Source: an optimization exercise on an open RTL-to-GDS flow (aim: small area, a short achievable clock period and few clock cycles per item). Production flows keep margins and buffers that such runs may drop. The RTL was checked by simulation tests, not by an equivalence proof against the original design.

## flow/design.v (module list and top-level ports; edited modules follow where they fit)
// module traj_eval: 1174 lines
// module traj_fa: 10 lines
module traj_eval (
    input             clk,
    input             rst,
    input             in_valid,
    output            in_ready,
    input      [63:0] t,
    input      [63:0] s,
    input      [31:0] dur,
    input      [31:0] p0,
    input      [31:0] c1,
    input      [31:0] c2,
    input      [31:0] c3,
    output reg        out_valid,
    output     [31:0] p_cmd
);
  // ...
==> flow/run.sh <==
#!/bin/bash
# synth_recipe.tcl (not shown) runs the flow's synth.tcl, then flattens the netlist and writes it again
# the make line also repeats each setting of config.mk as NAME=value (left out here)
make -C /OpenROAD-flow-scripts/flow DESIGN_CONFIG=/design/flow/config.mk WORK_HOME=/design/flow/orfs CLKGATE_MAP_FILE= SYNTH_SCRIPT=/design/flow/synth_recipe.tcl finish
==> flow/config.mk <==
export PLATFORM = sky130hd
export DESIGN_NAME = traj_eval
export DESIGN_NICKNAME = traj_eval
export VERILOG_FILES = /design/flow/design.v
export SDC_FILE = /design/flow/constraint.sdc
export NUM_CORES = 4
export LEC_CHECK = 0
export CAP_MARGIN = 20
export CORE_MARGIN = 2
export CORE_UTILIZATION = 40
export SLEW_MARGIN = 20
export SYNTH_HIERARCHICAL = 1
==> flow/constraint.sdc <==
create_clock -name core_clock -period 14.0 [get_ports {clk}]
set_input_delay 2.8000 -clock core_clock [delete_from_list [all_inputs] [get_ports {clk}]]
set_output_delay 2.8000 -clock core_clock [all_outputs]
set_load 0.01 [all_outputs]
==> metrics.yaml, run 1 <==
cells_and_area:
  layout_common_cells: "437 x nand2_1, 379 x fa_1, 324 x clkdlybuf4s50_1"
  clock_buffers: 72
  fillers: 7571
  register_area_sq_um: 11300
  buffer_area_share_pct: 8.84
worst_hold_path:
  holdPathStages: 0
  hp-start: "c_step[1]"
sta:
  worst_slack_ps: 7350
  finalSetupViolCount: 0
grt:
  busiest_layer: "met2"
  track_usage_pct: 20.2
drt:
  vias: 22600
  wl_per_cell_um: 19.0
  wl_met3_mm: 4.44
  wl_met1_mm: 35.5
placement:
  dpl.cell_count: 4368
  place_congestion: 0.848
  dpl_cell_area_sq_um: 37200
logic_synthesis:
  yosysMostFrequentCell: "nand2_1"
  synth-simple-area-share_pct: 12.0
  synth_common_cells: "438 x nand2_1, 379 x fa_1, 287 x dfxtp_1, 279 x inv_1, 252 x ha_1"
  postSynthAreaPerCell_sq_um: 10.7
worst_setup_path:
  crit_family: "compound AO/OA/AOI/OAI gates"
floorplanning:
  core_area_sq_um: 81700
cts:
  cts_root_buf: "clkbuf_16"
run_status:
  status: "finished clean"
Testbench counts, summed over its fixed seeds: cycles 54,544, items 3,200.
==> inputs of run 2 (changes only) <==
--- a/flow/design.v
+++ b/flow/design.v
@@ -11,22 +11,21 @@
     input      [31:0] c2,
     input      [31:0] c3,
     output reg        out_valid,
     output     [31:0] p_cmd
 );
     reg         ready_r;
     assign in_ready = ready_r;
     wire        accept = in_valid & ready_r;
-    localparam [2:0] F_IDLE = 3'd0,
-                     F_C1   = 3'd1,
-                     F_C2   = 3'd2,
-                     F_DIV  = 3'd3,
-                     F_DONE = 3'd4;
-    reg  [2:0]  fst;
+    localparam [1:0] F_IDLE = 2'd0,
+                     F_C1   = 2'd1,
+                     F_DIV  = 2'd2,
+                     F_DONE = 2'd3;
+    reg  [1:0]  fst;
     reg  [3:0]  dcnt;
     reg  [31:0] dlo;
     reg  [3:0]  glo;
     reg  [3:0]  phi;
     reg  [2:0]  ghi;
     reg  [3:0]  z1p;
     reg         m0, m1;
     reg  [31:0] dur_r;
@@ -69,73 +68,74 @@
     end
     wire        b5 = ghi[0] | (phi[0] & bch[4]);
     wire        b6 = ghi[1] | (phi[1] & b5);
     wire        b7 = ghi[2] | (phi[2] & b6);
     wire        early_c = b7 ? m1 : m0;
     wire        hz_c    = bch[4] ? (&z1p) : (&phi);
     reg         early_r;    
     reg         hz_r;       
-    reg  [32:0] r;          
-    reg  [23:0] q;          
-    wire [33:0] dx    = {2'b00, dur_r};
-    wire [33:0] r2x   = {r, 1'b0};
-    wire [33:0] s1    = r2x + (r[32] ? dx : ~dx) + {33'd0, ~r[32]};
-    wire [33:0] r1x   = {s1[32:0], 1'b0};
-    wire [33:0] s2    = r1x + (s1[32] ? dx : ~dx) + {33'd0, ~s1[32]};
-    wire        ge    = (r[31:0] >= dur_r);
-    wire        dz    = (dur_r == 32'd0);
+    reg  [33:0] r;          
+    reg  [25:0] q;          
+    reg  [34:0] d3;         
+    wire [35:0] dd    = {3'b000, dur_r, 1'b0};
+    wire [35:0] dd3   = {1'b0, d3};
+    wire        n0    = r[33];
+    wire [35:0] r2    = {r[33], r, 1'b0};
+    wire [35:0] r4    = {r, 2'b00};
+    wire [35:0] sa    = r2 + (n0 ? dd  : ~dd)  + {35'd0, ~n0};     
+    wire [35:0] sx    = r4 + (n0 ? dd  : ~dd3) + {35'd0, ~n0};     
+    wire [35:0] sy    = r4 + (n0 ? dd3 : ~dd)  + {35'd0, ~n0};     
+    wire        n1    = sa[35];
+    wire [35:0] sb    = n1 ? sy : sx;
+    wire [34:0] d3n = {1'b0, dur_r, 2'b00} + {2'b00, dur_r, 1'b0};
+    wire        dz     = (dur_r == 32'd0);
     wire        force0 = dz | early_r;
-    wire        force1 = ~hz_r | ge;
-    wire        f_last = (fst == F_DIV) && (dcnt == 4'd11);
-    wire        f_done_soon = (fst == F_DONE) | ((fst == F_C2) & (force0 | force1)) | f_last;
+    wire        force1 = ~hz_r | q[25];
+    wire [23:0] u_fin  = force0 ? 24'd0 : force1 ? 24'hFFFFFF : q[24:1];
+    wire        f_last = (fst == F_DIV) && (dcnt == 4'd12);
+    wire        f_done_soon = (fst == F_DONE) | f_last;
     always @(posedge clk) begin
         if (rst || !in_valid) begin
             fst <= F_IDLE;
         end else begin
             case (fst)
                 F_IDLE: fst <= F_C1;
-                F_C1:   fst <= F_C2;
-                F_C2:   fst <= (force0 | force1) ? F_DONE : F_DIV;
-                F_DIV:  if (dcnt == 4'd11) fst <= F_DONE;
+                F_C1:   fst <= F_DIV;
+                F_DIV:  if (dcnt == 4'd12) fst <= F_DONE;
                 F_DONE: if (accept) fst <= F_IDLE;
                 default: fst <= F_IDLE;
             endcase
         end
     end
     always @(posedge clk) begin
+        d3 <= d3n;
         case (fst)
             F_C1: begin
-                r       <= {1'b0, dlow};
+                r       <= {2'b00, dlow};
                 early_r <= early_c;
                 hz_r    <= hz_c;
-            end
-            F_C2: begin
-                dcnt <= 4'd0;
-                if (force0)
-                    q <= 24'd0;
-                else if (force1)
-                    q <= 24'hFFFFFF;
+                dcnt    <= 4'd0;
             end
             F_DIV: begin
-                r    <= s2[32:0];
-                q    <= {q[21:0], ~s1[32], ~s2[32]};
+                r    <= sb[33:0];
+                q    <= {q[23:0], ~n1, ~sb[35]};
                 dcnt <= dcnt + 4'd1;
             end
             default: ;
         endcase
     end
     reg         busy;
     reg  [4:0]  bcnt;           
     reg  [23:0] bu;
     reg  [31:0] k2, k1, k0;     
     reg         ld;             
     always @(posedge clk) begin
         if (ld) begin
-            bu <= q;
+            bu <= u_fin;
             k2 <= c2;
             k1 <= c1;
             k0 <= p0;
         end
     end
     wire        busy_next = rst ? 1'b0 :
                             accept ? 1'b1 :
                             (busy & (bcnt != 5'd16));
==> metrics.yaml, run 2 <==
cells_and_area:
  fin_nets: 4662
  reg_top3: "d3 x34, r x34"
  final_common_cell: "nand2_1"
  layout_common_cells: "449 x nand2_1, 378 x fa_1, 324 x clkdlybuf4s50_1"
  drive_gt1_share_pct: 6.22
  n_antenna_cell: 0
  area_growth_pct: 17.6
logic_synthesis:
  synth_adder_area_share_pct: 31.9
  syn_inst: 3420
  synth-simple-area-share_pct: 12.1  # +0.097 points
  synth_common_cells: "449 x nand2_1, 378 x fa_1, 320 x dfxtp_1, 310 x ha_1, 276 x inv_1"
  yosys_warnings: 7
  synthMuxAreaShare_pct: 2.34
  postSynthAreaPerCell_sq_um: 10.5  # -1.6%
  syn-cell-area_sq_um: 35900
  async_flop_share_pct: 0
  yosysTopAreaCell: "fa_1"
  synth_top_area_share_pct: 21.1
  synth_top_family_by_area: "adder cells"
  synth-seq-cells: 507
  yosysMostFrequentCell: "nand2_1"
  yosysUniqueCellTypes: 86
  synthTopCellsByArea: "fa_1 21%, dfxtp_1 18%, edfxtp_1 16%"
  yosysSeqAreaShare_pct: 33.5
  synth-xor-area-share_pct: 4.95
  synth_compound_gate_area_share_pct: 10.5
  synth-edff-count: 187
  synth_ff_type: "dfxtp_1"
sta:
  slew_headroom_pct: 28.9
  maxSlewViolCount: 0
  fin_tns_setup_ps: 0
  hold_viol_final: 0
  fin_crit_sh_pct: 35.5
  grt_setup_unrepaired: "no"
  min_period_ps: 4970
  clock_skew_ps: 54.1
  max_freq_mhz: 201
  finalSetupViolCount: 0  # unchanged
  worstMarginPinSlew_ps: 1070
flow_run:
  drv_cap: 0
placement:
  place_congestion: 0.851  # +0.41%
  port-buffer-count: 324
  dpl.hpwl_mm: 71.9
cts:
  clkTransAtPathRegs_ps: 70
  htree_levels: 2
  cts_sinks: 507
  cts_setup_buffers: 0
  tritoncts: "done"
  cts_root_buf: "clkbuf_16"
  cts_buffer_depth: 3
  clk_latency_ps: 660
  cts_made_buffers: 57
  ctsResizeCount: 0
  cts_hold_buf: 0
worst_setup_path:
  worstSetupStartpointType: "register"
  path_class: "reg -> reg"
  rr_worst_depth: 10
  path_max_fanout: 24
  crit_path_end_kind: "register"
  worst_ep_arrival_time_ps: 5490
  required_ps: 14520
drt:
  wl_per_cell_um: 19.4  # +1.7%
  first_pass_iters: 7
  drtIter0Drc: 1607
  ant_nets: 0
  wl_mm: 94.8
  vias: 25400  # +12%
  vias_per_cell: 5.18
  drc: 0
grt:
  grt_overflow: 0
  antenna_found_initial: 0
  track_usage_pct: 20.6  # +0.40 points
  grt_pass1_vias: 26200
  grt_pass1_wl_mm: 147
  grt_max_degree: 77
floorplanning:
  start_util_pct: 40.5
  core_area_sq_um: 88600  # +8.5%
  die-area_sq_um: 92100
  rows: 109
  num_io_pins: 325
  die_w_um: 304
  die_h_um: 304
run_status:
  status: "finished clean"
worst_hold_path:
  holdPathStages: 0  # unchanged
  hold_path.class: "reg -> reg"
## run 2: cell count changes in the layout (fill, tap and decap cells not counted), sizes merged, moves of 9 or more
cell	change
ha	+58
dfxtp	+33
nand2b	-11
xnor2	-9
o21ai	+29
nand2	+12
nor2	+34
nor3	+13
a21oi	+37
o21a	+28
mux2i	+32
## run 2: cell families after synthesis
family | after synthesis
AO/OA/AOI/OAI | 580
XOR/XNOR | 203
adder cells (fa/ha/maj) | 688
buffers and inverters | 429
flip-flops | 507
multiplexers | 79
other | 1
AND/OR/NAND/NOR | 933
## run 2: path summary, 6_finish.rpt
kind	startpoint	to	slack, ps
worst max-delay path	c_sx	acc_c_n[8]	9030
worst min-delay path	c_step[1]	w_step[1]	340
worst max register to register	c_sx	acc_c_n[8]	9030
worst min register to register	c_step[1]	w_step[1]	340
## run 2: per-stage QoR
stage               util [%]  hold slack, ps  setup WS [ps]  cells  cell area (sq um)
finish                  47.6             338           9030   4897              42200
global route            47.6             347           8790   4897              42200
detailed placement      45.3             322           8940   4789              40200
global placement        45.3             313           8900   4789              40200
CTS                     47.6             343           9070   4897              42200
floorplan                  -             310           9640   3422              35900
## run 2: cell type report
type / instances / area (sq um)
inverters: 278 / 1040
repair buffers: 353 / 3460
multi-input cells: 2486 / 22200
flip-flops and latches: 507 / 12000
well taps: 1165 / 1460
clock buffers: 67 / 1550
fillers: 8258 / 46400
clock inverters: 41 / 468
## run 2: worst max-delay path: stages (launching register included)
cell     delay, ps
dfxtp_1        690
nand2_1        430
o21ai_1        210
buf_4          390
nand2_1        140
fa_1           500
fa_1           580
fa_1           440
fa_1           460
fa_1           540
fa_1           420
## run 2: metal layers
metal  track usage, %  wire length [um]  up-vias
li1                 -                 -    12000
met1             26.8             40400    12500
met2             36.2             47000      744
met3             2.67              5060      130
met4             5.47              2320        0
met5                0                 0        -
## run 2: per-module statistics from Yosys (local to each module, per instance)
module	area (sq um)	cells	times used	flip-flops and latches
traj_fa	20.0	1	371	0
traj_eval	28500	3049	1	507
Testbench counts of run 2, summed over its fixed seeds: cycles 54,544, items 3,200.
==> inputs of run 3 (changes only) <==
--- a/flow/config.mk
+++ b/flow/config.mk
@@ -7,6 +7,6 @@
 export LEC_CHECK = 0
 export CAP_MARGIN = 20
 export CORE_MARGIN = 2
-export CORE_UTILIZATION = 40
+export CORE_UTILIZATION = 60
 export SLEW_MARGIN = 20
 export SYNTH_HIERARCHICAL = 1
==> metrics.yaml, run 3 <==
cells_and_area:
  final_core_util_pct: 70.7  # +23 points
  fillers: 4361  # -47%
  layout_common_cells: "449 x nand2_1, 378 x fa_1, 324 x clkdlybuf4s50_1"
  register_area_sq_um: 12000  # unchanged
  final_common_cell: "nand2_1"
  fin_nets: 4658  # -0.086%
  drive_gt1_share_pct: 6.12  # -0.097 points
  reg_top3: "d3 x34, r x34"
  area_growth_pct: 16.5
  final_area_sq_um: 41800  # -0.98%
  multi_input_area_sq_um: 22200  # about the same
sta:
  max_freq_mhz: 193  # -4.2%
  fin_tns_setup_ps: 0  # unchanged
  min_period_ps: 5190  # +215 ps
  fin_crit_sh_pct: 37.1  # +1.5 points
  finalSetupViolCount: 0  # unchanged
  worstMarginPinSlew_ps: 1030  # -36.4 ps
  grt_setup_unrepaired: "no"
  hold_viol_final: 0  # unchanged
  maxSlewViolCount: 0  # unchanged
  clock_skew_ps: 60.6  # +6.53 ps
  slew_headroom_pct: 31.4  # +2.4 points
cts:
  cts_root_buf: "clkbuf_16"
  cts_setup_buffers: 0  # unchanged
  clk_latency_ps: 660  # about the same
  cts_made_buffers: 55  # -3.5%
  htree_levels: 2  # unchanged
  clkTransAtPathRegs_ps: 60  # about the same
  tritoncts: "done"
  cts_buffer_depth: 3  # unchanged
  cts_hold_buf: 0  # unchanged
  ctsResizeCount: 0  # unchanged
  cts_sinks: 507  # unchanged
floorplanning:
  die_w_um: 249  # -18%
  start_util_pct: 60.7  # +20 points
  die_h_um: 249  # -18%
  die-area_sq_um: 61800  # -33%
  core_area_sq_um: 59100  # -33%
  num_io_pins: 325  # unchanged
  rows: 89  # -18%
drt:
  vias: 26200  # +3.3%
  vias_per_cell: 5.81  # +12%
  first_pass_iters: 7  # unchanged
  wl_mm: 96.0  # +1.3%
  drc: 0  # unchanged
  drtIter0Drc: 1864  # +16%
  ant_nets: 0  # unchanged
  wl_per_cell_um: 21.3  # +10%
logic_synthesis:
  yosysUniqueCellTypes: 86  # unchanged
  yosysMostFrequentCell: "nand2_1"
  yosysSeqAreaShare_pct: 33.5  # unchanged
  synth_top_family_by_area: "adder cells"
  async_flop_share_pct: 0  # unchanged
  synth-edff-count: 187  # unchanged
  synth-seq-cells: 507  # unchanged
  postSynthAreaPerCell_sq_um: 10.5  # unchanged
  syn_inst: 3420  # unchanged
  synth-xor-area-share_pct: 4.95  # unchanged
  synth_adder_area_share_pct: 31.9  # unchanged
  synth_ff_type: "dfxtp_1"
  synth_top_area_share_pct: 21.1  # unchanged
  synth_common_cells: "449 x nand2_1, 378 x fa_1, 320 x dfxtp_1, 310 x ha_1, 276 x inv_1"
  syn-cell-area_sq_um: 35900  # unchanged
  synth-simple-area-share_pct: 12.1  # unchanged
  synth_compound_gate_area_share_pct: 10.5  # unchanged
  yosys_warnings: 7  # unchanged
  synthMuxAreaShare_pct: 2.34  # unchanged
  yosysTopAreaCell: "fa_1"
  synthTopCellsByArea: "fa_1 21%, dfxtp_1 18%, edfxtp_1 16%"
worst_setup_path:
  required_ps: 14400  # -120 ps
  worstSetupStartpointType: "register"
  timing.rr.start: "r[33]"
  path_cells: "buf_4 -> inv_2 -> buf_4 -> mux2_2 -> ha_1 -> a211oi_1 -> o21ai_1 -> nand4_1 -> nand2_1 -> a31oi_1 -> o21ai_1 -> a21oi_1 -> mux2i_1 -> o311ai_1 -> a221oi_1"
  rr_endpoint: "r[30]"
  cp_num_buf_inv: 3  # +2
  slowest_stage: "a21oi_1"
  path_class: "reg -> reg"
  max_stage_delay_ps: 490  # -200 ps
  worst_ep_arrival_time_ps: 5590  # +100 ps
  crit_family: "compound AO/OA/AOI/OAI gates"
  crit_path_end_kind: "register"
  rr_worst_depth: 15  # +5
  reg2reg_slack_ps: 8810  # -220 ps
  path_max_fanout: 40  # +67%
placement:
  dpl.hpwl_mm: 71.7  # -0.27%
  dpl_cell_area_sq_um: 39700  # -1.3%
  port-buffer-count: 324  # unchanged
  place_congestion: 0.933  # +9.6%
worst_hold_path:
  hp-start: "c_step[1]"
  holdPathStages: 0  # unchanged
  hold_end: "w_step[1]"
  hold_path.class: "reg -> reg"
run_status:
  status: "finished clean"
grt:
  track_usage_pct: 31.3  # +11 points
  grt_pass1_wl_mm: 151  # +2.6%
  grt_overflow: 0  # unchanged
  antenna_found_initial: 9  # +9
  grt_max_degree: 82  # +6.5%
  grt_pass1_vias: 28000  # +7.0%
flow_run:
  drv_cap: 0  # unchanged
-- run 3: cell count changes in the layout (fill, tap and decap cells not counted), moves of 3 or more --
cell        previous run  this run
inv_6                  8         1
clkbuf_1               4         1
diode_2                0         9
clkbuf_16             59        62
clkinvlp_4             3        10
-- run 3: cell type report --
class	instances	share of cell area, %
inverters	278	2.50
flip-flops and latches	507	28.8
multi-input cells	2486	53.1
diodes	9	0.0539
clock buffers	65	3.79
well taps	773	2.31
clock inverters	39	1.22
repair buffers	351	8.24
-- run 3: cells by family after synthesis --
logic type                 after synthesis
AOI/OAI and AO/OA                      580
xor gates and xnor gates               203
adders and majority gates              688
buffers and inverters                  429
DFF                                    507
muxes                                   79
other                                    1
and+or+nand+nor                        933
-- run 3: worst max-delay path by stage --
stage / start / to / slack (ps) / depth (start not counted)
6_report: r[33] / r[30] / 8810 / 15
5_1_grt: r[33] / r[30] / 8530 / 15
3_3_place_gp: r[33] / r[30] / 8960 / 15
4_1_cts: r[33] / r[30] / 8870 / 15
2_1_floorplan: c_sx / acc_c_n[9] / 9640 / 12
3_5_place_dp: r[33] / r[30] / 8900 / 15
-- run 3: modules after synthesis, one instance, submodules excluded --
module	flip-flops and latches	times used
traj_eval	507	1
traj_fa	0	371
-- run 3: per-stage QoR --
stage                     setup WS, ps  hold slack (ps)  std cells
after floorplan                   9640              310       3422
after global placement            8960              317       4395
after detailed placement          8900              316       4395
after CTS                         8870              328       4499
after global routing              8530              331       4508
final                             8810              326       4508
-- run 3: per-layer routing --
| layer | part of all wire [%] | track usage (%) |
|---|---|---|
| met5 | 0 | 0 |
| met4 | 4.4 | 13.8 |
| met3 | 6.5 | 4.48 |
| met2 | 52 | 56.7 |
| met1 | 37 | 37.0 |

-- static timing again, ports no longer ideal --
In the flow no input, the clock included, has a driving cell. The finished layouts below were timed again as built, in two steps. Step 1 (the two cells are an assumption about what drives the block):
set clk [get_ports {clk}]
set_driving_cell -lib_cell sky130_fd_sc_hd__clkbuf_16 $clk
set_driving_cell -lib_cell sky130_fd_sc_hd__buf_2 [delete_from_list [all_inputs] $clk]
Step 2 times the ports against the registers' clock, not the clock port: input delays grow and output delays shrink by t, the midpoint of the rising clock arrivals with the driver on. Slacks: no drivers / after step 1 / after step 2; pairs: no drivers / after step 1.
run | shift t [ns] | slack for setup (ns) | clock arrival spread, ns
run 1 | 0.665 | 7.345 / 7.345 / 7.345 | 0.018 / 0.017
run 2 | 0.699 | 9.025 / 9.025 / 8.898 | 0.054 / 0.055
run 3 | 0.689 | 8.810 / 8.810 / 8.810 | 0.063 / 0.063
After both steps setup and hold are still met in every run listed. The setup slack of run 2, which loses most, moves by 0.000 ns with the drivers and by -0.127 ns with both steps.
